What follows belongs to an exercise in optimizing a design on an open flow for small area, a short achievable clock period and few clock cycles per item; a production flow would make more cautious choices. RTL that was checked went through simulation tests only; none was proved equivalent to the original. The RTL of run 2 was laid out without a check of its function.

==> flow/config.mk <==
export PLATFORM = sky130hd
export DESIGN_NAME = vrc_dec
export DESIGN_NICKNAME = vrc_dec
export VERILOG_FILES = /design/flow/design.v
export SDC_FILE = /design/flow/constraint.sdc
export NUM_CORES = 4
export LEC_CHECK = 0
export CAP_MARGIN = 35
export CELL_PAD_IN_SITES_DETAIL_PLACEMENT = 1
export CELL_PAD_IN_SITES_GLOBAL_PLACEMENT = 2
export CORE_MARGIN = 2
export CORE_UTILIZATION = 40
export CTS_BUF_LIST = sky130_fd_sc_hd__clkbuf_2 sky130_fd_sc_hd__clkbuf_4 sky130_fd_sc_hd__clkbuf_8
export PLACE_DENSITY = 0.55
export SLEW_MARGIN = 35
export SYNTH_MEMORY_MAX_BITS = 65536
==> flow/constraint.sdc <==
create_clock -name core_clock -period 22.0 [get_ports {clk}]
set_input_delay 4.4000 -clock core_clock [delete_from_list [all_inputs] [get_ports {clk}]]
set_output_delay 4.4000 -clock core_clock [all_outputs]
set_load 0.01 [all_outputs]
==> flow/design.v <==
module vrc_dec (
    input  wire        clk,
    input  wire        rst,
    input  wire        in_valid,
    output wire        in_ready,
    input  wire [31:0] in_data,
    input  wire [15:0] in_len,
    output reg         px_valid,
    output reg  [2:0]  px_count,
    output reg  [31:0] px_data,
    output reg         done,
    output reg  [2:0]  done_cause
);
    localparam S_HDR  = 3'd0,    
               S_DEC  = 3'd1,    
               S_RUN  = 3'd2,    
               S_END  = 3'd3,    
               S_FAIL = 3'd4;    
    reg  [2:0]  st;
    reg  [2:0]  cause;
    reg  [31:0] wreg;
    reg         wfull;
    reg  [13:0] wcnt;           
    reg  [15:0] blen;
    reg         blk_taken;      
    reg  [1:0]  w_hi;           
    reg         w_hdr, w_body, w_lastb;
    reg  [4:0]  w_trel;         
    reg         w_trl;
    wire [15:0] len_m1   = blen - 16'd1;
    wire [15:0] len_m9   = blen - 16'd9;
    wire [13:0] lastw    = len_m1[15:2];             
    wire [13:0] lastbw   = len_m9[15:2];             
    wire        hasbody  = (blen > 16'd24);
    wire [1:0]  nb_last  = len_m9[1:0];              
    wire [15:0] trel_in  = {wcnt, 2'b00} - blen + 16'd8;
    reg  [6:0]  avail;          
    wire        ring_free = !avail[6] && !(avail[5] && (avail[4:0] != 5'd0));
    wire        wgo      = wfull && (!w_body || ring_free || st == S_FAIL);
    assign in_ready = !blk_taken && (!wfull || wgo);
    wire        take     = in_valid && in_ready;
    wire        clr_ctx  = wgo && w_hdr && (w_hi == 2'd0);
    reg  [1:0]  mode;
    reg  [1:0]  pred_sel;
    reg         runoff;
    reg  [7:0]  fillv;
    reg  [5:0]  ppl;            
    reg  [6:0]  lines;          
    reg         hbad;
    wire [7:0]  wb0 = wreg[7:0];
    wire [7:0]  wb1 = wreg[15:8];
    wire [7:0]  wb2 = wreg[23:16];
    wire [7:0]  wb3 = wreg[31:24];
    wire [1:0]  h0_mode  = wb3[1:0];
    wire        h0_bad   = ({wb1, wb0} != 16'h5256) || (wb2 != 8'h01) || (wb3[7:6] != 2'b00) ||
                           (h0_mode == 2'd3) ||
                           ((h0_mode != 2'd0) && ((wb3[3:2] != 2'd0) || wb3[4]));
    wire [15:0] h1_ppl   = {wb1, wb0};
    wire        h1_bad   = (h1_ppl == 16'd0) || (h1_ppl > 16'd32) ||
                           (wb2 == 8'd0) || (wb2 > 8'd64) ||
                           ((mode != 2'd2) && (wb3 != 8'h00));
    wire        h3_bad   = (wb1 != 8'h00) || (wb2 != 8'h00) || (wb3 != 8'h00);
    reg  [31:0] pcrc;
    reg         tbad;
    reg  [31:0] slot0, slot1;
    reg         wslot;
    reg  [5:0]  ptr;
    reg         body_done;      
    wire [31:0] wstream = {wreg[7:0], wreg[15:8], wreg[23:16], wreg[31:24]};
    reg  [40:0] W;              
    reg  [4:0]  q;              
    integer u;
    always @(*) begin
        q = 5'd24;
        for (u = 23; u >= 0; u = u - 1)
            if (!W[40 - u]) q = u[4:0];
    end
    wire        q_esc   = (q == 5'd24);
    wire        marker  = q_esc && W[16];
    wire [40:0] Wq      = W << q;
    wire [6:0]  T7      = Wq[39:33];                    
    wire [7:0]  esc_pix = W[15:8];
    reg  [5:0]  x;
    reg  [6:0]  y;
    reg  [7:0]  na, nb, nc, nd;      
    reg  [7:0]  p0b;                 
    reg         ends_run;
    reg  [2:0]  kr;
    reg         resc;                
    reg         retry;               
    reg  [2:0]  k_hold;
    reg  [5:0]  run_left;
    reg  [31:0] crc;
    reg  [255:0] lbf;                
    wire [7:0]  lb0 = lbf[7:0];
    wire [7:0]  lb1 = lbf[15:8];
    wire        first_line = (y == 7'd0);
    wire [5:0]  ppl_x      = ppl - x;                   
    wire        x_last     = (ppl_x == 6'd1);
    wire [7:0] mx = (na > nb) ? na : nb;
    wire [7:0] mn = (na > nb) ? nb : na;
    wire [8:0] sum_ab = {1'b0, na} + {1'b0, nb};
    reg  [7:0] pred;
    always @(*) begin
        case (pred_sel)
            2'd0: begin
                if (nc >= mx)      pred = mn;
                else if (nc <= mn) pred = mx;
                else               pred = na + nb - nc;
            end
            2'd1: pred = na;
            2'd2: pred = nb;
            default: pred = sum_ab[8:1];
        endcase
    end
    reg  [8:0] s1;
    reg        g_db, g_bc;
    reg        s1_bad;               
    wire [8:0] s_ca = {1'b0, nc} - {1'b0, na};
    wire [8:0] t_ca = {1'b0, na} - {1'b0, nc};
    wire [7:0] d_ca = s_ca[8] ? t_ca[7:0] : s_ca[7:0];
    wire       g_ca = t_ca[8];
    wire [9:0] s1p1 = {1'b0, s1} + 10'd1;
    wire [9:0] act_p = s1p1 + {2'b00, nc} - {2'b00, na};
    wire [9:0] act_n = s1p1 + {2'b00, na} - {2'b00, nc};
    function [2:0] qfun;
        input [9:0] v;
        begin
            if (v[9:7] != 3'd0) qfun = 3'd7;
            else if (v[6])      qfun = 3'd6;
            else if (v[5])      qfun = 3'd5;
            else if (v[4])      qfun = 3'd4;
            else if (v[3])      qfun = 3'd3;
            else if (v[2])      qfun = 3'd2;
            else if (v[1])      qfun = 3'd1;
            else                qfun = 3'd0;
        end
    endfunction
    wire [2:0] qa_p = qfun(act_p);
    wire [2:0] qa_n = qfun(act_n);
    wire [2:0] qa   = s_ca[8] ? qa_n : qa_p;
    wire [5:0] ctx = {qa, g_db, g_bc, g_ca};
    wire run_mode = !runoff && !ends_run && (na == nb) && (nb == nc) && (nc == nd);
    function [2:0] kfun;
        input [13:0] A;
        input [5:0]  N;
        integer t;
        begin
            kfun = 3'd7;
            for (t = 6; t >= 0; t = t - 1)
                if (({8'd0, N} << t) >= A) kfun = t[2:0];
        end
    endfunction
    reg         wb_v;
    reg  [5:0]  wb_ctx;
    reg  [7:0]  wb_m;
    reg  [13:0] wb_A;                
    reg  [5:0]  wb_N;
    wire [13:0] wb_sum  = wb_A + {6'd0, wb_m};
    wire        wb_half = (wb_N == 6'd63);
    wire [13:0] new_A   = wb_half ? {1'b0, wb_sum[13:1]} : wb_sum;
    wire [5:0]  new_N   = wb_half ? 6'd32 : wb_N + 6'd1;
    wire [2:0]  new_k   = wb_half ? kfun({1'b0, wb_sum[13:1]}, 6'd32) : kfun(wb_sum, wb_N + 6'd1);
    function used_ctx;
        input integer i;
        used_ctx = !((i >= 1 && i <= 7) || i == 15);
    endfunction
    wire [64*4-1:0]  kflat;          
    wire [64*20-1:0] aflat;          
    genvar gi;
    generate
        for (gi = 0; gi < 64; gi = gi + 1) begin : ctxs
            if (used_ctx(gi)) begin : u
                reg        v;
                reg [2:0]  k;
                reg [19:0] an;
                always @(posedge clk) begin
                    if (wb_v && wb_ctx == gi) begin
                        an <= {new_A, new_N};
                        k  <= new_k;
                    end
                    if (clr_ctx)
                        v <= 1'b0;
                    else if (wb_v && wb_ctx == gi)
                        v <= 1'b1;
                end
                assign kflat[gi*4 +: 4]   = {v, k};
                assign aflat[gi*20 +: 20] = v ? an : {14'd4, 6'd1};
            end else begin : n
                assign kflat[gi*4 +: 4]   = 4'd0;
                assign aflat[gi*20 +: 20] = 20'd0;
            end
        end
    endgenerate
    function [19:0] anent;
        input integer i;
        begin
            if (i >= 1 && i <= 7)  anent = aflat[0 +: 20];
            else if (i == 15)      anent = aflat[14*20 +: 20];
            else                   anent = aflat[i*20 +: 20];
        end
    endfunction
    wire [19:0] anm0_0 = ctx[2] ? anent(4) : anent(0);
    wire [19:0] anm0_1 = ctx[2] ? anent(5) : anent(1);
    wire [19:0] anm0_2 = ctx[2] ? anent(6) : anent(2);
    wire [19:0] anm0_3 = ctx[2] ? anent(7) : anent(3);
    wire [19:0] anm0_8 = ctx[2] ? anent(12) : anent(8);
    wire [19:0] anm0_9 = ctx[2] ? anent(13) : anent(9);
    wire [19:0] anm0_10 = ctx[2] ? anent(14) : anent(10);
    wire [19:0] anm0_11 = ctx[2] ? anent(15) : anent(11);
    wire [19:0] anm0_16 = ctx[2] ? anent(20) : anent(16);
    wire [19:0] anm0_17 = ctx[2] ? anent(21) : anent(17);
    wire [19:0] anm0_18 = ctx[2] ? anent(22) : anent(18);
    wire [19:0] anm0_19 = ctx[2] ? anent(23) : anent(19);
    wire [19:0] anm0_24 = ctx[2] ? anent(28) : anent(24);
    wire [19:0] anm0_25 = ctx[2] ? anent(29) : anent(25);
    wire [19:0] anm0_26 = ctx[2] ? anent(30) : anent(26);
    wire [19:0] anm0_27 = ctx[2] ? anent(31) : anent(27);
    wire [19:0] anm0_32 = ctx[2] ? anent(36) : anent(32);
    wire [19:0] anm0_33 = ctx[2] ? anent(37) : anent(33);
    wire [19:0] anm0_34 = ctx[2] ? anent(38) : anent(34);
    wire [19:0] anm0_35 = ctx[2] ? anent(39) : anent(35);
    wire [19:0] anm0_40 = ctx[2] ? anent(44) : anent(40);
    wire [19:0] anm0_41 = ctx[2] ? anent(45) : anent(41);
    wire [19:0] anm0_42 = ctx[2] ? anent(46) : anent(42);
    wire [19:0] anm0_43 = ctx[2] ? anent(47) : anent(43);
    wire [19:0] anm0_48 = ctx[2] ? anent(52) : anent(48);
    wire [19:0] anm0_49 = ctx[2] ? anent(53) : anent(49);
    wire [19:0] anm0_50 = ctx[2] ? anent(54) : anent(50);
    wire [19:0] anm0_51 = ctx[2] ? anent(55) : anent(51);
    wire [19:0] anm0_56 = ctx[2] ? anent(60) : anent(56);
    wire [19:0] anm0_57 = ctx[2] ? anent(61) : anent(57);
    wire [19:0] anm0_58 = ctx[2] ? anent(62) : anent(58);
    wire [19:0] anm0_59 = ctx[2] ? anent(63) : anent(59);
    wire [19:0] anm1_0 = ctx[1] ? anm0_2 : anm0_0;
    wire [19:0] anm1_1 = ctx[1] ? anm0_3 : anm0_1;
    wire [19:0] anm1_8 = ctx[1] ? anm0_10 : anm0_8;
    wire [19:0] anm1_9 = ctx[1] ? anm0_11 : anm0_9;
    wire [19:0] anm1_16 = ctx[1] ? anm0_18 : anm0_16;
    wire [19:0] anm1_17 = ctx[1] ? anm0_19 : anm0_17;
    wire [19:0] anm1_24 = ctx[1] ? anm0_26 : anm0_24;
    wire [19:0] anm1_25 = ctx[1] ? anm0_27 : anm0_25;
    wire [19:0] anm1_32 = ctx[1] ? anm0_34 : anm0_32;
    wire [19:0] anm1_33 = ctx[1] ? anm0_35 : anm0_33;
    wire [19:0] anm1_40 = ctx[1] ? anm0_42 : anm0_40;
    wire [19:0] anm1_41 = ctx[1] ? anm0_43 : anm0_41;
    wire [19:0] anm1_48 = ctx[1] ? anm0_50 : anm0_48;
    wire [19:0] anm1_49 = ctx[1] ? anm0_51 : anm0_49;
    wire [19:0] anm1_56 = ctx[1] ? anm0_58 : anm0_56;
    wire [19:0] anm1_57 = ctx[1] ? anm0_59 : anm0_57;
    wire [19:0] anm2_0 = ctx[0] ? anm1_1 : anm1_0;
    wire [19:0] anm2_8 = ctx[0] ? anm1_9 : anm1_8;
    wire [19:0] anm2_16 = ctx[0] ? anm1_17 : anm1_16;
    wire [19:0] anm2_24 = ctx[0] ? anm1_25 : anm1_24;
    wire [19:0] anm2_32 = ctx[0] ? anm1_33 : anm1_32;
    wire [19:0] anm2_40 = ctx[0] ? anm1_41 : anm1_40;
    wire [19:0] anm2_48 = ctx[0] ? anm1_49 : anm1_48;
    wire [19:0] anm2_56 = ctx[0] ? anm1_57 : anm1_56;
    wire [19:0] anm3_0 = ctx[3] ? anm2_8 : anm2_0;
    wire [19:0] anm3_16 = ctx[3] ? anm2_24 : anm2_16;
    wire [19:0] anm3_32 = ctx[3] ? anm2_40 : anm2_32;
    wire [19:0] anm3_48 = ctx[3] ? anm2_56 : anm2_48;
    wire [19:0] anm4_0 = ctx[4] ? anm3_16 : anm3_0;
    wire [19:0] anm4_32 = ctx[4] ? anm3_48 : anm3_32;
    wire [19:0] anm5_0 = ctx[5] ? anm4_32 : anm4_0;
    wire [19:0] an_rd = anm5_0;
    function [3:0] ent;
        input integer i;
        begin
            if (i >= 1 && i <= 7)  ent = kflat[0 +: 4];
            else if (i == 15)      ent = kflat[14*4 +: 4];
            else                   ent = kflat[i*4 +: 4];
        end
    endfunction
    wire [3:0] km0_0 = ctx[2] ? ent(4) : ent(0);
    wire [3:0] km0_1 = ctx[2] ? ent(5) : ent(1);
    wire [3:0] km0_2 = ctx[2] ? ent(6) : ent(2);
    wire [3:0] km0_3 = ctx[2] ? ent(7) : ent(3);
    wire [3:0] km0_8 = ctx[2] ? ent(12) : ent(8);
    wire [3:0] km0_9 = ctx[2] ? ent(13) : ent(9);
    wire [3:0] km0_10 = ctx[2] ? ent(14) : ent(10);
    wire [3:0] km0_11 = ctx[2] ? ent(15) : ent(11);
    wire [3:0] km0_16 = ctx[2] ? ent(20) : ent(16);
    wire [3:0] km0_17 = ctx[2] ? ent(21) : ent(17);
    wire [3:0] km0_18 = ctx[2] ? ent(22) : ent(18);
    wire [3:0] km0_19 = ctx[2] ? ent(23) : ent(19);
    wire [3:0] km0_24 = ctx[2] ? ent(28) : ent(24);
    wire [3:0] km0_25 = ctx[2] ? ent(29) : ent(25);
    wire [3:0] km0_26 = ctx[2] ? ent(30) : ent(26);
    wire [3:0] km0_27 = ctx[2] ? ent(31) : ent(27);
    wire [3:0] km0_32 = ctx[2] ? ent(36) : ent(32);
    wire [3:0] km0_33 = ctx[2] ? ent(37) : ent(33);
    wire [3:0] km0_34 = ctx[2] ? ent(38) : ent(34);
    wire [3:0] km0_35 = ctx[2] ? ent(39) : ent(35);
    wire [3:0] km0_40 = ctx[2] ? ent(44) : ent(40);
    wire [3:0] km0_41 = ctx[2] ? ent(45) : ent(41);
    wire [3:0] km0_42 = ctx[2] ? ent(46) : ent(42);
    wire [3:0] km0_43 = ctx[2] ? ent(47) : ent(43);
    wire [3:0] km0_48 = ctx[2] ? ent(52) : ent(48);
    wire [3:0] km0_49 = ctx[2] ? ent(53) : ent(49);
    wire [3:0] km0_50 = ctx[2] ? ent(54) : ent(50);
    wire [3:0] km0_51 = ctx[2] ? ent(55) : ent(51);
    wire [3:0] km0_56 = ctx[2] ? ent(60) : ent(56);
    wire [3:0] km0_57 = ctx[2] ? ent(61) : ent(57);
    wire [3:0] km0_58 = ctx[2] ? ent(62) : ent(58);
    wire [3:0] km0_59 = ctx[2] ? ent(63) : ent(59);
    wire [3:0] km1_0 = ctx[1] ? km0_2 : km0_0;
    wire [3:0] km1_1 = ctx[1] ? km0_3 : km0_1;
    wire [3:0] km1_8 = ctx[1] ? km0_10 : km0_8;
    wire [3:0] km1_9 = ctx[1] ? km0_11 : km0_9;
    wire [3:0] km1_16 = ctx[1] ? km0_18 : km0_16;
    wire [3:0] km1_17 = ctx[1] ? km0_19 : km0_17;
    wire [3:0] km1_24 = ctx[1] ? km0_26 : km0_24;
    wire [3:0] km1_25 = ctx[1] ? km0_27 : km0_25;
    wire [3:0] km1_32 = ctx[1] ? km0_34 : km0_32;
    wire [3:0] km1_33 = ctx[1] ? km0_35 : km0_33;
    wire [3:0] km1_40 = ctx[1] ? km0_42 : km0_40;
    wire [3:0] km1_41 = ctx[1] ? km0_43 : km0_41;
    wire [3:0] km1_48 = ctx[1] ? km0_50 : km0_48;
    wire [3:0] km1_49 = ctx[1] ? km0_51 : km0_49;
    wire [3:0] km1_56 = ctx[1] ? km0_58 : km0_56;
    wire [3:0] km1_57 = ctx[1] ? km0_59 : km0_57;
    wire [3:0] km2_0 = ctx[0] ? km1_1 : km1_0;
    wire [3:0] km2_8 = ctx[0] ? km1_9 : km1_8;
    wire [3:0] km2_16 = ctx[0] ? km1_17 : km1_16;
    wire [3:0] km2_24 = ctx[0] ? km1_25 : km1_24;
    wire [3:0] km2_32 = ctx[0] ? km1_33 : km1_32;
    wire [3:0] km2_40 = ctx[0] ? km1_41 : km1_40;
    wire [3:0] km2_48 = ctx[0] ? km1_49 : km1_48;
    wire [3:0] km2_56 = ctx[0] ? km1_57 : km1_56;
    wire [3:0] km3_0 = ctx[3] ? km2_8 : km2_0;
    wire [3:0] km3_16 = ctx[3] ? km2_24 : km2_16;
    wire [3:0] km3_32 = ctx[3] ? km2_40 : km2_32;
    wire [3:0] km3_48 = ctx[3] ? km2_56 : km2_48;
    wire [3:0] km4_0 = ctx[4] ? km3_16 : km3_0;
    wire [3:0] km4_32 = ctx[4] ? km3_48 : km3_32;
    wire [3:0] km5_0 = ctx[5] ? km4_32 : km4_0;
    wire [3:0] crd = km5_0;
    wire        hit   = wb_v && (wb_ctx == ctx);
    wire [2:0]  k_eff = hit ? new_k : (crd[3] ? crd[2:0] : 3'd2);
    wire [13:0] A_eff = hit ? new_A : an_rd[19:6];
    wire [5:0]  N_eff = hit ? new_N : an_rd[5:0];
    reg  [7:0] m_k   [0:7];
    reg  [7:0] pix_k [0:7];
    reg        ovf_k [0:7];
    reg        fit_k [0:7];
    reg  [7:0] e_t;
    reg  [15:0] mf;
    integer kk;
    always @(*) begin
        for (kk = 0; kk < 8; kk = kk + 1) begin
            mf = ({11'd0, q} << kk) | ({9'd0, T7} >> (7 - kk));
            m_k[kk]   = mf[7:0];
            ovf_k[kk] = (mf > 16'd255);
            e_t       = mf[0] ? ~({1'b0, mf[7:1]}) : {1'b0, mf[7:1]};
            pix_k[kk] = pred + e_t;
            fit_k[kk] = ({2'b00, q} + 7'd1 + kk[6:0]) <= avail;
        end
    end
    wire [7:0] e_esc  = esc_pix - pred;
    wire [7:0] m_esc  = e_esc[7] ? ~(e_esc << 1) : (e_esc << 1);
    wire [7:0] koh = 8'd1 << k_eff;
    reg  [7:0] pix_sel, m_sel;
    integer si;
    always @(*) begin
        pix_sel = 8'd0;
        m_sel   = 8'd0;
        for (si = 0; si < 8; si = si + 1) begin
            pix_sel = pix_sel | (pix_k[si] & {8{koh[si]}});
            m_sel   = m_sel   | (m_k[si]   & {8{koh[si]}});
        end
    end
    wire [7:0] reg_pix = q_esc ? esc_pix : pix_sel;
    wire [7:0] reg_m   = q_esc ? m_esc : m_sel;
    wire [6:0] reg_len = q_esc ? 7'd33 : {2'b00, q} + 7'd1 + {4'd0, k_eff};
    wire       reg_ovf = !q_esc && ovf_k[k_eff];
    wire        resc_pre = q_esc && !resc;
    wire [15:0] r_len   = resc ? W[40:25] : (({11'd0, q} << kr) | ({9'd0, T7} >> (3'd7 - kr)));
    wire [6:0]  run_len = resc ? 7'd16 : resc_pre ? 7'd25 : {2'b00, q} + 7'd1 + {4'd0, kr};
    wire        run_bad = (r_len > {10'd0, ppl_x});
    wire [5:0]  r6      = r_len[5:0];
    wire [2:0]  run_s   = (r6 >= 6'd4) ? 3'd4 : r6[2:0];
    wire [2:0]  chunk4  = (ppl_x >= 6'd4) ? 3'd4 : ppl_x[2:0];
    wire [2:0]  left_s  = (run_left >= 6'd4) ? 3'd4 : run_left[2:0];
    wire [6:0]  raw_len = {1'b0, chunk4, 3'b000};
    wire is_vrc  = (mode == 2'd0);
    wire is_raw  = (mode == 2'd1);
    wire is_fill = (mode == 2'd2);
    wire in_dec  = (st == S_DEC) && !s1_bad;
    wire in_run  = (st == S_RUN);
    wire        do_run  = in_dec && is_vrc && run_mode;
    wire        do_reg  = in_dec && is_vrc && !run_mode;
    wire        esc_fit  = (avail >= 7'd33);
    wire        fast_fit = q_esc ? esc_fit : ({2'b00, q} + 7'd8 <= avail);
    wire        slow_fit = q_esc ? esc_fit : fit_k[k_hold];
    wire        reg_fit  = retry ? slow_fit : fast_fit;
    wire        reg_mv   = do_reg && reg_fit && !marker;
    wire        reg_fail = do_reg && ((marker && esc_fit) || (reg_fit && reg_ovf) ||
                                      (retry && !slow_fit && body_done));
    wire        run_fit  = (run_len <= avail);
    wire        pre_ok   = do_run && resc_pre && run_fit && !marker;
    wire        run_ok   = do_run && !resc_pre && run_fit;
    wire        run_fail = do_run && (run_fit ? (resc_pre ? marker : run_bad) : body_done);
    wire        raw_fit  = (raw_len <= avail);
    wire        raw_ok   = in_dec && is_raw && raw_fit;
    wire        raw_fail = in_dec && is_raw && !raw_fit && body_done;
    wire        fill_ok  = in_dec && is_fill;
    wire        dec_fail = reg_fail || run_fail || raw_fail;
    wire        le_run  = (r6 == ppl_x) && (r6 <= 6'd4);
    wire        le_left = (run_left <= 6'd4) && (run_left == ppl_x);
    wire        le_blk  = (ppl_x <= 6'd4);
    wire        run_mv  = (run_ok && run_s != 3'd0) || in_run;
    wire [2:0]  rs      = in_run ? left_s : run_s;       
    wire        blk_mv  = raw_ok || fill_ok;
    reg  [2:0]  s;             
    always @(*) begin
        if (run_mv)       s = rs;
        else if (blk_mv)  s = chunk4;
        else              s = {2'b00, reg_mv};
    end
    wire        moved    = reg_mv || run_mv || blk_mv;
    wire [5:0]  x_p1 = x + 6'd1, x_p2 = x + 6'd2, x_p3 = x + 6'd3, x_p4 = x + 6'd4;
    wire [5:0]  x_adv = (x_p1 & {6{s == 3'd1}}) | (x_p2 & {6{s == 3'd2}}) |
                        (x_p3 & {6{s == 3'd3}}) | (x_p4 & {6{s == 3'd4}});
    wire        line_end = reg_mv ? x_last : in_run ? le_left : run_ok ? le_run : le_blk;
    wire        last_line = (y + 7'd1 == {1'b0, lines});
    wire        resc_go = do_run && resc && run_fit;
    wire        runq_go = do_run && !resc && run_fit;           
    reg  [5:0]  a1;
    always @(*) begin
        if (resc_go)                 a1 = 6'd16;
        else if (runq_go)            a1 = {1'b0, q} + 6'd1;
        else if (reg_mv)             a1 = q_esc ? 6'd33 : {1'b0, q} + 6'd1;
        else if (raw_ok)             a1 = {chunk4, 3'b000};
        else                         a1 = 6'd0;
    end
    wire [2:0]  kx = (reg_mv && !q_esc) ? k_eff : (runq_go && !q_esc) ? kr : 3'd0;
    wire [4:0]  pb      = x[4:0] + 5'd2;
    reg  [7:0]  bd [0:3];
    reg  [4:0]  bp;
    integer bj;
    always @(*) begin
        for (bj = 0; bj < 4; bj = bj + 1) begin
            bp     = pb + ((bj[1:0] - pb[1:0]) & 2'd3);
            case (bp[4:2])
                3'd0: bd[bj] = lbf[8*(0*4) + 8*bj +: 8];
                3'd1: bd[bj] = lbf[8*(1*4) + 8*bj +: 8];
                3'd2: bd[bj] = lbf[8*(2*4) + 8*bj +: 8];
                3'd3: bd[bj] = lbf[8*(3*4) + 8*bj +: 8];
                3'd4: bd[bj] = lbf[8*(4*4) + 8*bj +: 8];
                3'd5: bd[bj] = lbf[8*(5*4) + 8*bj +: 8];
                3'd6: bd[bj] = lbf[8*(6*4) + 8*bj +: 8];
                default: bd[bj] = lbf[8*(7*4) + 8*bj +: 8];
            endcase
        end
    end
    wire [1:0]  pr      = pb[1:0];
    wire [7:0]  p2      = bd[pr];
    wire [7:0]  p3      = bd[pr + 2'd1];
    wire [7:0]  p4      = bd[pr + 2'd2];
    wire [7:0]  p5      = bd[pr + 2'd3];
    wire [2:0]  step    = reg_mv ? 3'd1 : rs;              
    reg  [7:0]  rd_c, rd_b, rd_d;
    always @(*) begin
        case (step)
            3'd1:    begin rd_c = nb; rd_b = nd; rd_d = p2; end
            3'd2:    begin rd_c = nd; rd_b = p2; rd_d = p3; end
            3'd3:    begin rd_c = p2; rd_b = p3; rd_d = p4; end
            default: begin rd_c = p3; rd_b = p4; rd_d = p5; end
        endcase
    end
    wire        rd_clip = ({1'b0, ppl_x} <= {1'b0, step} + 4'd1);
    wire [7:0]  wval    = do_reg ? reg_pix : na;           
    wire [31:0] xoh = 32'd1 << x[4:0];
    wire [31:0] wen = (do_reg ? xoh : 32'd0) |
                      (run_mv ? ((rs >= 3'd1 ? xoh : 32'd0) | (rs >= 3'd2 ? xoh << 1 : 32'd0) |
                                 (rs >= 3'd3 ? xoh << 2 : 32'd0) | (rs >= 3'd4 ? xoh << 3 : 32'd0))
                              : 32'd0);
    function [31:0] crc_byte;
        input [31:0] c;
        input [7:0]  dd;
        integer j;
        reg [31:0] v;
        begin
            v = c ^ {24'd0, dd};
            for (j = 0; j < 8; j = j + 1)
                v = v[0] ? ((v >> 1) ^ 32'hEDB88320) : (v >> 1);
            crc_byte = v;
        end
    endfunction
    wire [31:0] crc1 = crc_byte(crc,  px_data[7:0]);
    wire [31:0] crc2 = crc_byte(crc1, px_data[15:8]);
    wire [31:0] crc3 = crc_byte(crc2, px_data[23:16]);
    wire [31:0] crc4 = crc_byte(crc3, px_data[31:24]);
    wire [7:0]  pad_mask = ~(8'hFF >> avail[2:0]);
    wire        pad_bad  = (avail >= 7'd8) || ((W[40:33] & pad_mask) != 8'd0);
    wire        ld_go   = wgo && w_body;
    wire [6:0]  ld      = !ld_go ? 7'd0 : w_lastb ? {2'b00, nb_last, 3'b000} + 7'd8 : 7'd32;
    wire [31:0] slot0_n = (ld_go && !wslot) ? wstream : slot0;
    wire [31:0] slot1_n = (ld_go &&  wslot) ? wstream : slot1;
    wire [63:0] ring_n  = {slot0_n, slot1_n};
    wire [5:0]  rot1    = clr_ctx ? 6'd0 : ptr + a1;
    wire [127:0] rr     = {ring_n, ring_n} << rot1;
    wire [47:0] R1      = rr[127:80];
    wire [6:0]  av_base = avail + ld - {1'b0, a1};
    wire [7:0]  kxoh = 8'd1 << kx;
    reg  [6:0]  av_nx;
    reg  [5:0]  pt_nx;
    reg  [40:0] W_nx;
    reg  [6:0]  av_t;
    reg  [5:0]  pt_t;
    integer xk;
    always @(*) begin
        av_nx = 7'd0;
        pt_nx = 6'd0;
        W_nx  = 41'd0;
        for (xk = 0; xk < 8; xk = xk + 1) begin
            av_t  = av_base - xk[6:0];
            pt_t  = rot1 + xk[5:0];
            av_nx = av_nx | (av_t & {7{kxoh[xk]}});
            pt_nx = pt_nx | (pt_t & {6{kxoh[xk]}});
            W_nx  = W_nx  | (R1[47 - xk -: 41] & {41{kxoh[xk]}});
        end
    end
    function [8:0] adif;             
        input [7:0] u, v;
        reg [8:0] p, n;
        begin
            p = {1'b0, u} - {1'b0, v};
            n = {1'b0, v} - {1'b0, u};
            adif = p[8] ? {1'b0, n[7:0]} : {(p[7:0] != 8'd0), p[7:0]};
        end
    endfunction
    wire [8:0] e_db = adif(nd, nb);      
    wire [8:0] e_2d = adif(p2, nd);
    wire [8:0] e_32 = adif(p3, p2);
    wire [8:0] e_43 = adif(p4, p3);
    wire [8:0] e_54 = adif(p5, p4);
    function [10:0] s1of;
        input [8:0] ddb, dbc;        
        input       clip;
        begin
            if (clip) s1of = {1'b0, dbc[8], 1'b0, dbc[7:0]};
            else      s1of = {ddb[8], dbc[8], {1'b0, ddb[7:0]} + {1'b0, dbc[7:0]}};
        end
    endfunction
    wire [10:0] nx1 = s1of(e_2d, e_db, ppl_x <= 6'd2);
    wire [10:0] nx2 = s1of(e_32, e_2d, ppl_x <= 6'd3);
    wire [10:0] nx3 = s1of(e_43, e_32, ppl_x <= 6'd4);
    wire [10:0] nx4 = s1of(e_54, e_43, ppl_x <= 6'd5);
    reg  [10:0] nxs;
    always @(*) begin
        case (step)
            3'd1:    nxs = nx1;
            3'd2:    nxs = nx2;
            3'd3:    nxs = nx3;
            default: nxs = nx4;
        endcase
    end
    wire [7:0]  le_b  = (x == 6'd0) ? na : lb0;
    wire [7:0]  le_d  = (ppl == 6'd1) ? le_b : ((x <= 6'd1) ? na : lb1);
    wire [10:0] nxle  = s1of(adif(le_d, le_b), adif(le_b, p0b), 1'b0);
    wire [10:0] nxreg = s1of(adif(nd, nb), adif(nb, nc), 1'b0);
    integer i, li;
    reg [4:0] tp;
    always @(posedge clk) begin
        for (li = 0; li < 32; li = li + 1)
            if (wen[li]) lbf[8*li +: 8] <= wval;
        wb_v   <= reg_mv && !rst;
        wb_ctx <= ctx;
        wb_m   <= reg_m;
        wb_A   <= A_eff;
        wb_N   <= N_eff;
        k_hold <= k_eff;
        W      <= W_nx;
        px_count <= s;
        if (is_raw)
            px_data <= {W[16:9], W[24:17], W[32:25], W[40:33]};
        else if (is_fill)
            px_data <= {4{fillv}};
        else
            px_data <= {{3{na}}, wval};
        if (px_valid) begin
            case (px_count)
                3'd1:    crc <= crc1;
                3'd2:    crc <= crc2;
                3'd3:    crc <= crc3;
                default: crc <= crc4;
            endcase
        end
        if (rst) begin
            wfull     <= 1'b0;
            wcnt      <= 14'd0;
            blk_taken <= 1'b0;
            st        <= S_HDR;
            px_valid  <= 1'b0;
            done      <= 1'b0;
            done_cause <= 3'd0;
        end else begin
            px_valid <= moved;
            done     <= 1'b0;
            if (wgo) wfull <= 1'b0;
            if (take) begin
                wreg    <= in_data;
                wfull   <= 1'b1;
                wcnt    <= wcnt + 14'd1;
                w_hi    <= wcnt[1:0];
                w_hdr   <= (wcnt < 14'd4);
                w_body  <= (wcnt >= 14'd4) && hasbody && (wcnt <= lastbw);
                w_lastb <= (wcnt >= 14'd4) && hasbody && (wcnt == lastbw);
                w_trel  <= trel_in[4:0];
                w_trl   <= (wcnt >= 14'd4) && (trel_in + 16'd3 < 16'd11);
                if (wcnt == 14'd0) blen <= in_len;
                if (wcnt != 14'd0 && wcnt == lastw) blk_taken <= 1'b1;
            end
            if (wgo && w_hdr) begin
                case (w_hi)
                    2'd0: begin
                        mode      <= h0_mode;
                        pred_sel  <= wb3[3:2];
                        runoff    <= wb3[4];
                        hbad      <= h0_bad;
                        wslot     <= 1'b0;
                        body_done <= 1'b0;
                        tbad      <= 1'b0;
                    end
                    2'd1: begin
                        ppl   <= wb0[5:0];
                        lines <= wb2[6:0];
                        fillv <= wb3;
                        if (h1_bad) hbad <= 1'b1;
                    end
                    default: ;
                endcase
            end
            if (wgo && w_trl) begin
                for (i = 0; i < 4; i = i + 1) begin
                    tp = w_trel + i;
                    if (!tp[4] && !tp[3]) begin
                        case (tp[2:0])
                            3'd0: if (wreg[8*i +: 8] != {1'b0, lines}) tbad <= 1'b1;
                            3'd1: if (wreg[8*i +: 8] != 8'h00) tbad <= 1'b1;
                            3'd2: if (wreg[8*i +: 8] != 8'h00) tbad <= 1'b1;
                            3'd3: if (wreg[8*i +: 8] != 8'hC3) tbad <= 1'b1;
                            default: pcrc[8*(tp[1:0]) +: 8] <= wreg[8*i +: 8];
                        endcase
                    end
                end
            end
            if (wgo && w_body) begin
                if (wslot) slot1 <= wstream; else slot0 <= wstream;
                wslot <= ~wslot;
                if (w_lastb) body_done <= 1'b1;
            end
            if (clr_ctx) begin
                avail <= 7'd0;
                ptr   <= 6'd0;
            end else begin
                avail <= av_nx;
                ptr   <= pt_nx;
            end
            if (do_reg) retry <= !reg_mv;
            if (moved) begin
                x <= line_end ? 6'd0 : x_adv;
                if (run_mv) run_left <= (in_run ? run_left : r6) - {3'd0, rs};
                if (line_end) begin
                    y        <= y + 7'd1;
                    ends_run <= 1'b0;
                    nb  <= (x == 6'd0) ? wval : lb0;
                    na  <= (x == 6'd0) ? wval : lb0;
                    nd  <= (ppl == 6'd1) ? ((x == 6'd0) ? wval : lb0) :
                           ((x <= 6'd1) ? wval : lb1);
                    nc  <= p0b;
                    p0b <= (x == 6'd0) ? wval : lb0;
                end else begin
                    if (reg_mv) na <= reg_pix;
                    if (!first_line) begin
                        nc <= rd_c;
                        nb <= rd_b;
                        nd <= rd_clip ? rd_b : rd_d;
                    end
                end
            end
            if (s1_bad) begin
                {g_db, g_bc, s1} <= nxreg;
                s1_bad <= 1'b0;
            end else if (moved) begin
                if (line_end) begin
                    {g_db, g_bc, s1} <= nxle;
                    if (reg_mv && x <= 6'd1) s1_bad <= 1'b1;
                end else if (!first_line) begin
                    {g_db, g_bc, s1} <= nxs;
                end
            end
            if (reg_mv) ends_run <= 1'b0;
            if (pre_ok) resc <= 1'b1;
            if (run_ok) begin
                resc <= 1'b0;
                if ({2'b00, r6} >= ({5'd0, 3'd2} << kr))
                    kr <= (kr == 3'd7) ? 3'd7 : kr + 3'd1;
                else if (kr != 3'd0 && {2'b00, r6} < (8'd1 << (kr - 3'd1)))
                    kr <= kr - 3'd1;
                if (!line_end) ends_run <= 1'b1;
            end
            case (st)
                S_HDR: begin
                    if (wgo && w_hdr && w_hi == 2'd3) begin
                        x        <= 6'd0;
                        y        <= 7'd0;
                        na       <= 8'd0;
                        nb       <= 8'd0;
                        nc       <= 8'd0;
                        nd       <= 8'd0;
                        p0b      <= 8'd0;
                        ends_run <= 1'b0;
                        resc     <= 1'b0;
                        retry    <= 1'b0;
                        s1       <= 9'd0;
                        g_db     <= 1'b0;
                        g_bc     <= 1'b0;
                        s1_bad   <= 1'b0;
                        kr       <= 3'd3;
                        crc      <= 32'hFFFFFFFF;
                        if (hbad || h3_bad) begin
                            st <= S_FAIL; cause <= 3'd1;
                        end else if (mode == 2'd2 && hasbody) begin
                            st <= S_FAIL; cause <= 3'd2;
                        end else begin
                            st <= S_DEC;
                            if (!hasbody) body_done <= 1'b1;
                        end
                    end
                end
                S_DEC: begin
                    if (dec_fail) begin
                        st <= S_FAIL; cause <= 3'd2;
                    end else if (line_end && moved && last_line) begin
                        st <= S_END;
                    end else if (run_ok && r6 > 6'd4) begin
                        st <= S_RUN;
                    end
                end
                S_RUN: begin
                    if (line_end && last_line) st <= S_END;
                    else if (run_left <= 6'd4) st <= S_DEC;
                end
                S_END: begin
                    if (pad_bad) begin
                        st <= S_FAIL; cause <= 3'd2;
                    end else if (body_done && blk_taken && !wfull && !px_valid) begin
                        done <= 1'b1;
                        if (tbad)              done_cause <= 3'd3;
                        else if (~crc != pcrc) done_cause <= 3'd4;
                        else                   done_cause <= 3'd0;
                        st        <= S_HDR;
                        wcnt      <= 14'd0;
                        blk_taken <= 1'b0;
                    end
                end
                default: begin    
                    if (blk_taken && !wfull) begin
                        done       <= 1'b1;
                        done_cause <= cause;
                        st         <= S_HDR;
                        wcnt       <= 14'd0;
                        blk_taken  <= 1'b0;
                    end
                end
            endcase
        end
    end
endmodule
==> flow/flow/run.sh <==
#!/bin/bash
# The standard layout, with its timing repair aimed at a setup margin: the clock
# period and constraints stay the design's; repair_timing is asked to leave
# this much slack, so it keeps improving paths the 22 ns clock alone would not
# make it touch. The full make output goes to standard.log; ORFS keeps each
# step's own log under orfs/logs.
set -euo pipefail
bash standard.sh SETUP_SLACK_MARGIN=14 finish > standard.log 2>&1
==> flow/standard.sh <==
#!/bin/bash
# synth_recipe.tcl (not shown) runs the flow's synth.tcl, then flattens the netlist and writes it again
# the make line also repeats each setting of config.mk as NAME=value (left out here)
make -C /OpenROAD-flow-scripts/flow DESIGN_CONFIG=/design/flow/config.mk WORK_HOME=/design/flow/orfs CLKGATE_MAP_FILE= SYNTH_SCRIPT=/design/flow/synth_recipe.tcl "${@:-finish}"
==> metrics.yaml, run 1 <==
status: "finished clean"
hold_path_class: "flop to flop"
nFillCells: 31877
dpl_cell_area_um2: 128000
start_kind: "flop"
dp_cells: 14760
max_freq_ghz: 0.126
grt_overflow: 0
synthArstFlopShare_pct: 0
wl_per_cell_um: 32.3
crit_type: "flop to flop"
slew_violations: 0
cts_root_buffer: "clkbuf_8"
period_share_pct: 36.2
yosys-top-cells-area: "edfxtp_1 (45%), ha_1 (6.1%), mux2i_1 (4.1%)"
syn_to_final_growth_pct: 17.7
io_pins: 92
final_nets: 12187
end_kind: "flop"
first_pass_iters: 7
rsz0062_at_grt: "true"
clock_skew_ns: 0.158
ys.warnings.count: 6
cp_max_fo: 55
maxSlewHeadroom_pct: 26.7
synth_seq_cells: 2042
syn_area_per_cell_um2: 11.0
synth_area_leader_cell: "edfxtp_1"
critical_path_required_ns: 22.81
max-cap-violations: 0
ys_seq_area_share_pct: 48.7
rows: 202
core_um2: 302000
syn-num-nets: 11772
finalSetupTns_ns: 0
htree_levels: 5
clkLatencyLatePin_ns: 1.13
die_y_um: 555
cts_buffers: 363
drc_errors: 0
syn_area_um2: 121000
place_hpwl_um: 352000
wl_um: 510000
via_per_inst: 6.20
start_util_pct: 40.1
r2r_slack_ns: 14.04
grt_pass1_wl_um: 727000
gp_congestion: 0.914
clockBufferDepth: 4
drtIter0Drc: 8527
grt_max_degree: 109
io_buffers: 91
hold_violations: 0
cts_tree: "yes"
final_layout_size_suffix_gt1_share_pct: 19.0
setup_viol: 0
synth_top_area_share_pct: 45.1
hold_buffers: 0
synth_cells: 11064
grt_antenna_before_repair: 24
synth_edf_count: 1821
clock_sinks: 2042
grt_usage_pct: 32.0
yosysUniqueCellTypes: 111
finalNonFillerCells: 15756
worst_pin_slew_ns: 1.09
vias: 97690
die_area_um2: 308000
layout_min_cycle_time_ns: 7.96
grt_pass1_vias: 100283
cp.arrival_ns: 8.77
die_w_um: 555
synth_ff_type: "edfxtp_1"
path_clk_slew_ns: 0.06
antenna_left: 0
final_area_um2: 143000
-- critical path, cell delays in order, from the launching register on --
cell and delay, ns:
edfxtp_1 0.51, ha_2 0.29, xor2_2 0.21, fa_1 0.52, ha_1 0.33, or3_1 0.39, o22a_1 0.27, a41o_1 0.30
nor4b_1 0.38, o21ai_1 0.22, o32ai_4 0.16, buf_12 0.19, inv_4 0.09, buf_16 0.23, buf_16 0.23, and3_1 0.18
a31oi_1 0.29, o22a_1 0.24, a31o_2 0.27, nand2_1 0.09, buf_6 0.19, inv_1 0.09, buf_6 0.27, nand2_1 0.17
o2111ai_1 0.37, a21oi_1 0.28, o21ai_2 0.46, buf_6 0.33
-- per-layer routing --
layer / vias to the layer above / part of all wire [%] / GRT usage [%]
met5: - / 0.0055 / 0
met4: 4 / 5.0 / 14.3
met3: 878 / 5.3 / 3.72
met2: 3195 / 47 / 52.2
met1: 50330 / 43 / 42.9
li1: 43283 / - / -
-- cells in the mapped netlist, types with 45 or more instances --
master    number
o21bai_1      69
nor3_1       173
nand2b_1      87
o21ai_0      484
and3_1        66
edfxtp_1    1821
buf_2         59
nand3_1      218
a211oi_1     281
nor2_1       740
mux2i_1      491
and2_1        63
o221ai_1      82
a22o_1        47
ha_1         593
clkbuf_1     537
o21a_1        48
a221oi_1     327
mux4_2        59
mux2_2        85
inv_1        376
a22oi_1      343
xor2_1       235
xnor2_1      470
buf_1        102
o22ai_1      101
fa_1          64
o211ai_1     106
nand4_1       66
dfxtp_1      221
nor2b_1       97
a21oi_1      846
nor4_1        45
a31oi_1      121
a21o_1       195
nand2_1      696
-- cell usage in the layout (no fill, tap or decap), types with 336 or more instances in the layout --
master / instances
edfxtp_1: 1821
a21oi_1: 774
nand2_1: 673
nor2_1: 644
ha_1: 553
buf_4: 542
xnor2_1: 441
o21ai_0: 432
clkbuf_8: 390
mux2i_1: 351
inv_1: 341
a22oi_1: 336
-- final timing paths --
kind           startpoint            to  depth (start not counted)
max                 s1[1]       lbf[91]                         27
min          ctxs[29].u.v  ctxs[29].u.v                          2
max reg2reg         s1[1]       lbf[91]                         27
min reg2reg  ctxs[29].u.v  ctxs[29].u.v                          2
-- metrics by stage --
stage                     hold WS [ns]  worst slack, ns  util [%]
after floorplan                  0.407            14.01         -
after global placement           0.468            11.44      42.3
after detailed placement         0.482            11.27      42.4
after CTS                        0.498            13.99      46.3
after global routing             0.524            13.73      47.2
final                            0.493            14.04      47.2
-- kinds of logic (layout without fill, tap and decap cells) --
| logic type | count (synthesis) | in the layout | synth area share, % |
|---|---|---|---|
| compound gates | 3439 | 3440 | 19.3 |
| fa+ha+maj | 657 | 657 | 7.17 |
| mux | 635 | 635 | 5.94 |
| simple gates | 2409 | 2411 | 9.21 |
| flops | 2042 | 2042 | 48.7 |
| xor+xnor | 770 | 770 | 6.17 |
| buf+inv | 1111 | 1809 | 3.53 |
| other cells | 1 | 14 | 0.00309 |
-- final cells by class --
class	count	area, um^2	share of cell area [%]
repair inverters	1	8.76	0.00613
inverters	403	1670	1.17
clock inverters	133	1230	0.861
multi-input cells	7914	62100	43.5
repair buffers	754	7230	5.06
well taps	3978	4980	3.49
clock buffers	518	6320	4.43
flip-flops and latches	2042	59200	41.4
diodes	13	32.5	0.0228
-- sequential cells by signal, indices dropped and copies added (netlist names), 9 cells and up --
| register | flops |
|---|---|
| px_data | 32 |
| lbf | 256 |
| wb_A | 14 |
| crc | 32 |
| slot1 | 32 |
| ctxs.u.v | 56 |
| blen | 16 |
| slot0 | 32 |
| wreg | 32 |
| W | 36 |
| ctxs.u.an | 1120 |
| ctxs.u.k | 168 |
| pcrc | 32 |
| wcnt | 14 |
| s1 | 9 |
-- repair_timing --
action / CTS / global route
setup endpoints to repair: 636 / 365
pin swaps: 81 / 117
setup buffers: 201 / 96
resized for setup: 493 / 363
gates cloned: 15 / 10
Testbench counts, summed over its fixed seeds: cycles 208,470, pixels 318,010.
==> run 2, diff against run 1 <==
--- a/flow/design.v
+++ b/flow/design.v
@@ -165,27 +165,23 @@
         input integer i;
         used_ctx = !((i >= 1 && i <= 7) || i == 15);
     endfunction
+    wire [22:0] cwr = clr_ctx ? {14'd4, 6'd1, 3'd2} : {new_A, new_N, new_k};
     wire [64*4-1:0]  kflat;          
     wire [64*20-1:0] aflat;          
     genvar gi;
     generate
         for (gi = 0; gi < 64; gi = gi + 1) begin : ctxs
             if (used_ctx(gi)) begin : u
-                reg        v;
                 reg [2:0]  k;
                 reg [19:0] an;
                 always @(posedge clk) begin
-                    if (wb_v && wb_ctx == gi) begin
-                        an <= {new_A, new_N};
-                        k  <= new_k;
+                    if (clr_ctx || (wb_v && wb_ctx == gi)) begin
+                        an <= cwr[22:3];
+                        k  <= cwr[2:0];
                     end
-                    if (clr_ctx)
-                        v <= 1'b0;
-                    else if (wb_v && wb_ctx == gi)
-                        v <= 1'b1;
                 end
-                assign kflat[gi*4 +: 4]   = {v, k};
-                assign aflat[gi*20 +: 20] = v ? an : {14'd4, 6'd1};
+                assign kflat[gi*4 +: 4]   = {1'b1, k};
+                assign aflat[gi*20 +: 20] = an;
             end else begin : n
                 assign kflat[gi*4 +: 4]   = 4'd0;
                 assign aflat[gi*20 +: 20] = 20'd0;
@@ -337,7 +333,7 @@
     wire [3:0] km5_0 = ctx[5] ? km4_32 : km4_0;
     wire [3:0] crd = km5_0;
     wire        hit   = wb_v && (wb_ctx == ctx);
-    wire [2:0]  k_eff = hit ? new_k : (crd[3] ? crd[2:0] : 3'd2);
+    wire [2:0]  k_eff = hit ? new_k : crd[2:0];
     wire [13:0] A_eff = hit ? new_A : an_rd[19:6];
     wire [5:0]  N_eff = hit ? new_N : an_rd[5:0];
     reg  [7:0] m_k   [0:7];
--- a/flow/config.mk
+++ b/flow/config.mk
@@ -10,7 +10,6 @@
 export CELL_PAD_IN_SITES_GLOBAL_PLACEMENT = 2
 export CORE_MARGIN = 2
 export CORE_UTILIZATION = 40
-export CTS_BUF_LIST = sky130_fd_sc_hd__clkbuf_2 sky130_fd_sc_hd__clkbuf_4 sky130_fd_sc_hd__clkbuf_8
 export PLACE_DENSITY = 0.55
 export SLEW_MARGIN = 35
 export SYNTH_MEMORY_MAX_BITS = 65536
==> run 2 against run 1 <==
Against the previous run: non-clock buffer count increased by 110; clock skew fell by 0.037 ns; routed wire length fell by 0.71%; first-iteration DRC count up 0.82%; synthesized area fell by 0.92%; sequential share of layout area is 1.1 points lower; critical path type unchanged; core utilization is 0.86 points higher; count of clock-buffer cells in the layout shrank 250; cell area is 0.89% higher; worst setup slack worse by 0.33 ns; sequential cell count decreased by 55; die area fell by 0.91%.
==> metrics.yaml, run 2 <==
status: "finished clean"
io_buffers: 91  # unchanged
clkLatencyLatePin_ns: 0.95  # -0.18 ns
setup_viol: 0  # unchanged
mostFrequentLayoutCells: "edfxtp_1 (1821), nand2_1 (922), buf_4 (615), nor2_1 (548), ha_1 (523)"
gp_congestion: 0.948  # +3.7%
crit_slowest_cell: "fa_2"
via_per_inst: 6.22  # +0.35%
worst_pin_slew_ns: 1.09  # +0.00218 ns
ys_seq_area_share_pct: 48.3  # -0.46 points
synth_seq_cells: 1987  # -2.7%
vias: 93780  # -4.0%
cts_tree: "yes"
cp.arrival_ns: 9.01  # +0.24 ns
die_y_um: 552  # -0.46%
start_kind: "flop"
synth_cells: 10450  # -5.5%
finalSetupTns_ns: 0  # unchanged
syn-num-nets: 11148  # -5.3%
final_nets: 11625  # -4.6%
wl_per_cell_um: 33.6  # +3.8%
crit_path_frequent_cell: "buf_12"
period_share_pct: 37.7  # +1.5 points
synth_ff_type: "edfxtp_1"
syn_to_final_growth_pct: 19.8
drtIter0Drc: 8597  # +0.82%
io_pins: 92  # unchanged
regArea_um2: 58100  # -1.8%
clock_sinks: 1987  # -2.7%
critical_path_required_ns: 22.72  # -0.09 ns
grt_antenna_before_repair: 25  # +4.2%
hold_violations: 0  # unchanged
die_w_um: 552  # -0.46%
max-cap-violations: 0  # unchanged
place_hpwl_um: 352000  # -0.26%
synthArstFlopShare_pct: 0  # unchanged
die_area_um2: 305000  # -0.91%
nFillCells: 30665  # -3.8%
path_clk_slew_ns: 0.06  # about the same
hold_ws_ns: 0.456  # -0.0371 ns
synthTopCellsByCount: "edfxtp_1 (1821), nand2_1 (958), nor2_1 (627)"
syn_area_um2: 120000  # -0.92%
max_freq_ghz: 0.121  # -4.0%
crit_type: "flop to flop"
cp_top_family: "compound AO/OA/AOI/OAI gates"
clockBufferDepth: 4  # unchanged
hold_path_class: "flop to flop"
slew_violations: 0  # unchanged
mostFrequentLayoutCell: "edfxtp_1"
grt_pass1_vias: 95560  # -4.7%
pre_cts_slack_ns: 10.24  # -1.03 ns
largest-register: "ctxs.u.an"
wl_um: 506000  # -0.71%
synth_top_area_share_pct: 45.5  # +0.42 points
grt_pass1_wl_um: 715000  # -1.6%
grt_overflow: 0  # unchanged
multi_input_area_um2: 63600  # +2.3%
rsz0062_at_grt: "true"
ys.warnings.count: 6  # unchanged
htree_levels: 4  # -1
layout_min_cycle_time_ns: 8.29  # +0.334 ns
maxSlewHeadroom_pct: 27.5  # +0.77 points
slowest_delay_ns: 0.63  # +0.11 ns
rows: 201  # -0.50%
end_kind: "flop"
start_util_pct: 40.1  # about the same
synth_edf_count: 1821  # unchanged
cts_root_buffer: "clkbuf_16"
cts_buffers: 224  # -38%
yosysUniqueCellTypes: 110  # -0.90%
clock_skew_ns: 0.121  # -0.0374 ns
largestRegisters: "ctxs.u.an (1120), lbf (256), ctxs.u.k (168)"
yosys-top-cells-area: "edfxtp_1 (45%), mux4_2 (6.4%), ha_1 (6.1%)"
synth_area_leader_cell: "edfxtp_1"
largest_reg_flops: 1120  # unchanged
critical_path_buf_inv_count: 13  # +5
cp_max_fo: 16  # -71%
syn_area_per_cell_um2: 11.5  # +4.9%
grt_max_degree: 105  # -3.7%
antenna_left: 0  # unchanged
first_pass_iters: 8  # +1
drc_errors: 0  # unchanged
yosys.cell_count.top_type: "edfxtp_1"
core_um2: 300000  # -0.91%
worst_slack_ns: 13.71  # -0.334 ns
grt_usage_pct: 32.1  # +0.042 points
final_layout_size_suffix_gt1_share_pct: 22.6  # +3.6 points
## run 2: cell count changes after synthesis, sizes merged, moves of 60 or more
| cell | change |
|---|---|
| a22oi | -249 |
| a211oi | -179 |
| o21ai | +68 |
| mux4 | +282 |
| nor2 | -112 |
| nand3 | +115 |
| a221oi | -243 |
| nor3 | -60 |
| a21oi | -256 |
| nand2 | +259 |
## run 2: metal layers
metal  routed length (um)  vias to the layer above  track usage [%]  share of wire [%]
li1                     -                    40591                -                  -
met1               210000                    49027             42.3                 42
met2               244000                     3342             53.8                 48
met3                27700                      814             3.55                5.5
met4                24300                        6             13.0                4.8
met5                   37                        -                0             0.0073
## run 2: timing repair
action                                  CTS  global route
hold buffers                              0             0
endpoints found under the hold margin     0             0
endpoints found under the setup margin  658           322
gates resized for setup                 550           583
gates cloned                             13            14
pin swaps                               136           213
buffers inserted                        233           167
## run 2: cell type report
class,count,share of cell area [%]
multi-input cells,7445,44.2
flip-flops and latches,1987,40.3
repair buffers,864,5.62
clock buffers,268,4.10
well taps,3958,3.44
inverters,400,1.17
clock inverters,136,1.14
repair inverters,5,0.0391
diodes,9,0.0156
## run 2: path summary, 6_finish.rpt
| check | start | to | slack [ns] | depth (start not counted) |
|---|---|---|---|---|
| max | W[23] | W[20] | 13.71 | 41 |
| min | done_cause[2] | done_cause[2] | 0.46 | 2 |
| max reg2reg | W[23] | W[20] | 13.71 | 41 |
| min reg2reg | done_cause[2] | done_cause[2] | 0.46 | 2 |
## run 2: kinds of logic (layout without fill, tap and decap cells)
kind of cell | Yosys count | after routing | share of synthesized area [%]
simple gates | 2578 | 2582 | 9.81
flops | 1987 | 1987 | 48.3
buf+inv | 1023 | 1673 | 3.25
xor+xnor | 761 | 761 | 6.36
other cells | 1 | 10 | 0.00312
fa+ha+maj | 647 | 647 | 7.13
compound gates | 2523 | 2524 | 13.8
mux | 930 | 930 | 11.4
## run 2: worst reg2reg max path: cells and delay by family, from the launching register on
family / cells / cell delay [ns]
compound gates: 13 / 2.20
xor+xnor: 2 / 0.25
flops: 1 / 0.40
mux: 5 / 1.74
fa+ha+maj: 3 / 1.16
buf+inv: 13 / 1.86
simple gates: 5 / 0.57
## run 2: stage by stage
step / instance area [um^2] / instances / utilization [%]
CTS: 140000 / 14879 / 46.6
finish: 144000 / 15072 / 48.1
detailed placement: 128000 / 14229 / 42.7
floorplan: 121000 / 10450 / -
global route: 144000 / 15065 / 48.1
global placement: 127000 / 14217 / 42.5
==> run 3, diff against run 2 <==
--- a/flow/design.v
+++ b/flow/design.v
@@ -339,7 +339,6 @@
     reg  [7:0] m_k   [0:7];
     reg  [7:0] pix_k [0:7];
     reg        ovf_k [0:7];
-    reg        fit_k [0:7];
     reg  [7:0] e_t;
     reg  [15:0] mf;
     integer kk;
@@ -350,7 +349,6 @@
             ovf_k[kk] = (mf > 16'd255);
             e_t       = mf[0] ? ~({1'b0, mf[7:1]}) : {1'b0, mf[7:1]};
             pix_k[kk] = pred + e_t;
-            fit_k[kk] = ({2'b00, q} + 7'd1 + kk[6:0]) <= avail;
         end
     end
     wire [7:0] e_esc  = esc_pix - pred;
@@ -388,7 +386,7 @@
     wire        do_reg  = in_dec && is_vrc && !run_mode;
     wire        esc_fit  = (avail >= 7'd33);
     wire        fast_fit = q_esc ? esc_fit : ({2'b00, q} + 7'd8 <= avail);
-    wire        slow_fit = q_esc ? esc_fit : fit_k[k_hold];
+    wire        slow_fit = q_esc ? esc_fit : ({2'b00, q} + 7'd1 + {4'd0, k_hold} <= avail);
     wire        reg_fit  = retry ? slow_fit : fast_fit;
     wire        reg_mv   = do_reg && reg_fit && !marker;
     wire        reg_fail = do_reg && ((marker && esc_fit) || (reg_fit && reg_ovf) ||
==> run 3 against run 2 <==
Against the previous run: worst setup slack gained 0.46 ns; non-clock buffer count decreased by 177; critical endpoint is now s1[4]; core utilization is 1.1 points lower; cell area down 4.1%.
==> metrics.yaml, run 3 <==
critical_path_required_ns: 22.72  # about the same
clock_skew_ns: 0.100  # -0.0208 ns
htree_levels: 4  # unchanged
synth_top_area_share_pct: 46.3  # +0.85 points
hold_path_class: "flop to flop"
ys_seq_area_share_pct: 49.2  # +0.91 points
synthArstFlopShare_pct: 0  # unchanged
multi_input_area_um2: 59800  # -6.0%
setup_viol: 0  # unchanged
syn_area_per_cell_um2: 11.8  # +3.0%
layout_min_cycle_time_ns: 7.83  # -0.465 ns
wl_um: 465000  # -8.0%
io_buffers: 91  # unchanged
slowest_delay_ns: 0.59  # -0.04 ns
end_kind: "flop"
grt_usage_pct: 30.1  # -1.9 points
via_per_inst: 6.09  # -2.1%
period_share_pct: 35.6  # -2.1 points
yosys-top-cells-area: "edfxtp_1 (46%), mux4_2 (6.1%), ha_1 (5.8%)"
die_w_um: 547  # -0.91%
largestRegisters: "ctxs.u.an (1120), lbf (256), ctxs.u.k (168)"
final_layout_size_suffix_gt1_share_pct: 19.8  # -2.8 points
synth_edf_count: 1821  # unchanged
worst_slack_ns: 14.17  # +0.465 ns
maxSlewHeadroom_pct: 34.9  # +7.5 points
synth_ff_type: "edfxtp_1"
wl_per_cell_um: 32.3  # -3.7%
worst_pin_slew_ns: 0.976  # -0.112 ns
cp_max_fo: 6  # -10
nFillCells: 30243  # -1.4%
final_nets: 10954  # -5.8%
grt_max_degree: 83  # -21%
hold_violations: 0  # unchanged
grt_pass1_wl_um: 661000  # -7.5%
yosysUniqueCellTypes: 109  # -0.91%
drtIter0Drc: 7726  # -10%
clock_sinks: 1988  # +0.050%
r2r_slack_ns: 14.17  # +0.46 ns
core_um2: 294000  # -1.9%
max-cap-violations: 0  # unchanged
die_y_um: 547  # -0.91%
cts_buffers: 224  # unchanged
synth_cells: 9962  # -4.7%
max_freq_ghz: 0.128  # +5.9%
rsz0062_at_grt: "true"
grt_pass1_vias: 89358  # -6.5%
largest-register: "ctxs.u.an"
clkLatencyLatePin_ns: 0.95  # about the same
rows: 199  # -1.0%
crit_type: "flop to flop"
largest_reg_flops: 1120  # unchanged
mostFrequentLayoutCells: "edfxtp_1 (1821), nand2_1 (856), nor2_1 (520), ha_1 (516), mux2i_1 (512)"
io_pins: 92  # unchanged
finalSetupTns_ns: 0  # unchanged
drc_errors: 0  # unchanged
dpl_cell_area_um2: 125000  # -2.0%
syn-num-nets: 10627  # -4.7%
final_area_um2: 138000  # -4.1%
syn_area_um2: 118000  # -1.8%
start_util_pct: 40.2  # about the same
cp.arrival_ns: 8.54  # -0.47 ns
mostFrequentLayoutCell: "edfxtp_1"
synth_seq_cells: 1988  # +0.050%
synthTopCellsByCount: "edfxtp_1 (1821), nand2_1 (876), mux2i_1 (579)"
vias: 87676  # -6.5%
gp_congestion: 0.928  # -2.1%
slew_violations: 0  # unchanged
place_hpwl_um: 319000  # -9.3%
grt_antenna_before_repair: 25  # unchanged
hold_ws_ns: 0.530  # +0.0739 ns
start_kind: "flop"
crit_slowest_cell: "mux4_2"
clockBufferDepth: 4  # unchanged
pre_cts_slack_ns: 11.37  # +1.13 ns
antenna_left: 0  # unchanged
syn_to_final_growth_pct: 17.0
path_clk_slew_ns: 0.06  # about the same
ys.warnings.count: 5  # -1
yosys.cell_count.top_type: "edfxtp_1"
regArea_um2: 58100  # about the same
grt_overflow: 0  # unchanged
first_pass_iters: 17  # +9
synth_area_leader_cell: "edfxtp_1"
status: "finished clean"
cts_tree: "yes"
cts_root_buffer: "clkbuf_16"
die_area_um2: 299000  # -1.8%
run 3: final timing paths:
path | cells past startpoint | to | from
max | 33 | s1[4] | x[2]
min | 2 | done_cause[1] | done_cause[1]
max reg2reg | 33 | s1[4] | x[2]
min reg2reg | 2 | done_cause[1] | done_cause[1]
run 3: layout make-up:
type,count,area share (%)
Multi-Input combinational cell,7010,43.3
Sequential cell,1988,42.1
Timing Repair Buffer,687,4.77
Clock buffer,274,4.24
Tap cell,3919,3.55
Inverter,376,1.09
Clock inverter,136,0.985
Timing Repair inverter,2,0.0127
Antenna cell,4,0.00725
run 3: logic make-up after synthesis:
kind of cell | count (synthesis) | share of synthesized area [%]
multiplexers | 999 | 12.0
AND/OR/NAND/NOR | 2245 | 8.71
other | 1 | 0.00318
XOR/XNOR | 771 | 6.55
flip-flops | 1988 | 49.2
adder cells (fa/ha/maj) | 614 | 6.92
AO/OA/AOI/OAI | 2375 | 13.5
buffers and inverters | 969 | 3.16
run 3: what timing repair did:
item | 4_1_cts | 5_1_grt
gates cloned | 13 | 14
pin swaps | 36 | 138
hold endpoints to repair | 0 | 0
gates resized for setup | 350 | 368
hold buffers | 0 | 0
setup buffers | 75 | 156
setup endpoints to repair | 642 | 308
run 3: metal layers:
| layer | up-vias | wire, um | GRT usage (%) |
|---|---|---|---|
| met5 | - | 46 | 0 |
| met4 | 8 | 14800 | 8.53 |
| met3 | 649 | 28400 | 4.70 |
| met2 | 2684 | 215000 | 48.4 |
| met1 | 45839 | 207000 | 42.2 |
| li1 | 38496 | - | - |
run 3: worst max-delay path: cells and delay by family (launching register included):
kind	cells	cell delay, ns
xor gates and xnor gates	2	0.45
muxes	4	1.42
adders and majority gates	4	1.23
DFF	1	0.41
and+or+nand+nor	2	0.28
AOI/OAI and AO/OA	13	2.66
buffers and inverters	8	1.19
run 3: per-stage QoR:
| stage | utilization (%) | cells |
|---|---|---|
| 6_report | 47.0 | 14396 |
| 5_1_grt | 47.0 | 14393 |
| 4_1_cts | 45.9 | 14218 |
| 3_5_place_dp | 42.6 | 13720 |
| 3_3_place_gp | 42.5 | 13708 |
| 2_1_floorplan | - | 9962 |
Testbench counts of run 3, summed over its fixed seeds: cycles 208,470, pixels 318,010.

afterwards: timing with drivers on the ports:
Ports are ideal in the flow. The routed layouts listed here were re-timed in OpenROAD.
Step 1 assumes that a clkbuf_16 drives the clock port and a buf_2 every other input.
Step 2, shift: input delay + t, output delay - t, t = (earliest + latest rising clock arrival at the registers) / 2. This alone moves slack from input paths to output paths.
Slacks: no drivers / after step 1 / after step 2; pairs: no drivers / after step 1.
run	t (ns)	slack for setup (ns)	slew at the worst register clock pin (ns)
run 1	1.143	14.043 / 14.032 / 14.043	0.07 / 0.07
run 2	1.002	13.709 / 13.709 / 13.709	0.07 / 0.07
run 3	1.004	14.174 / 14.174 / 14.174	0.07 / 0.07
After both steps every run listed still meets setup and hold.
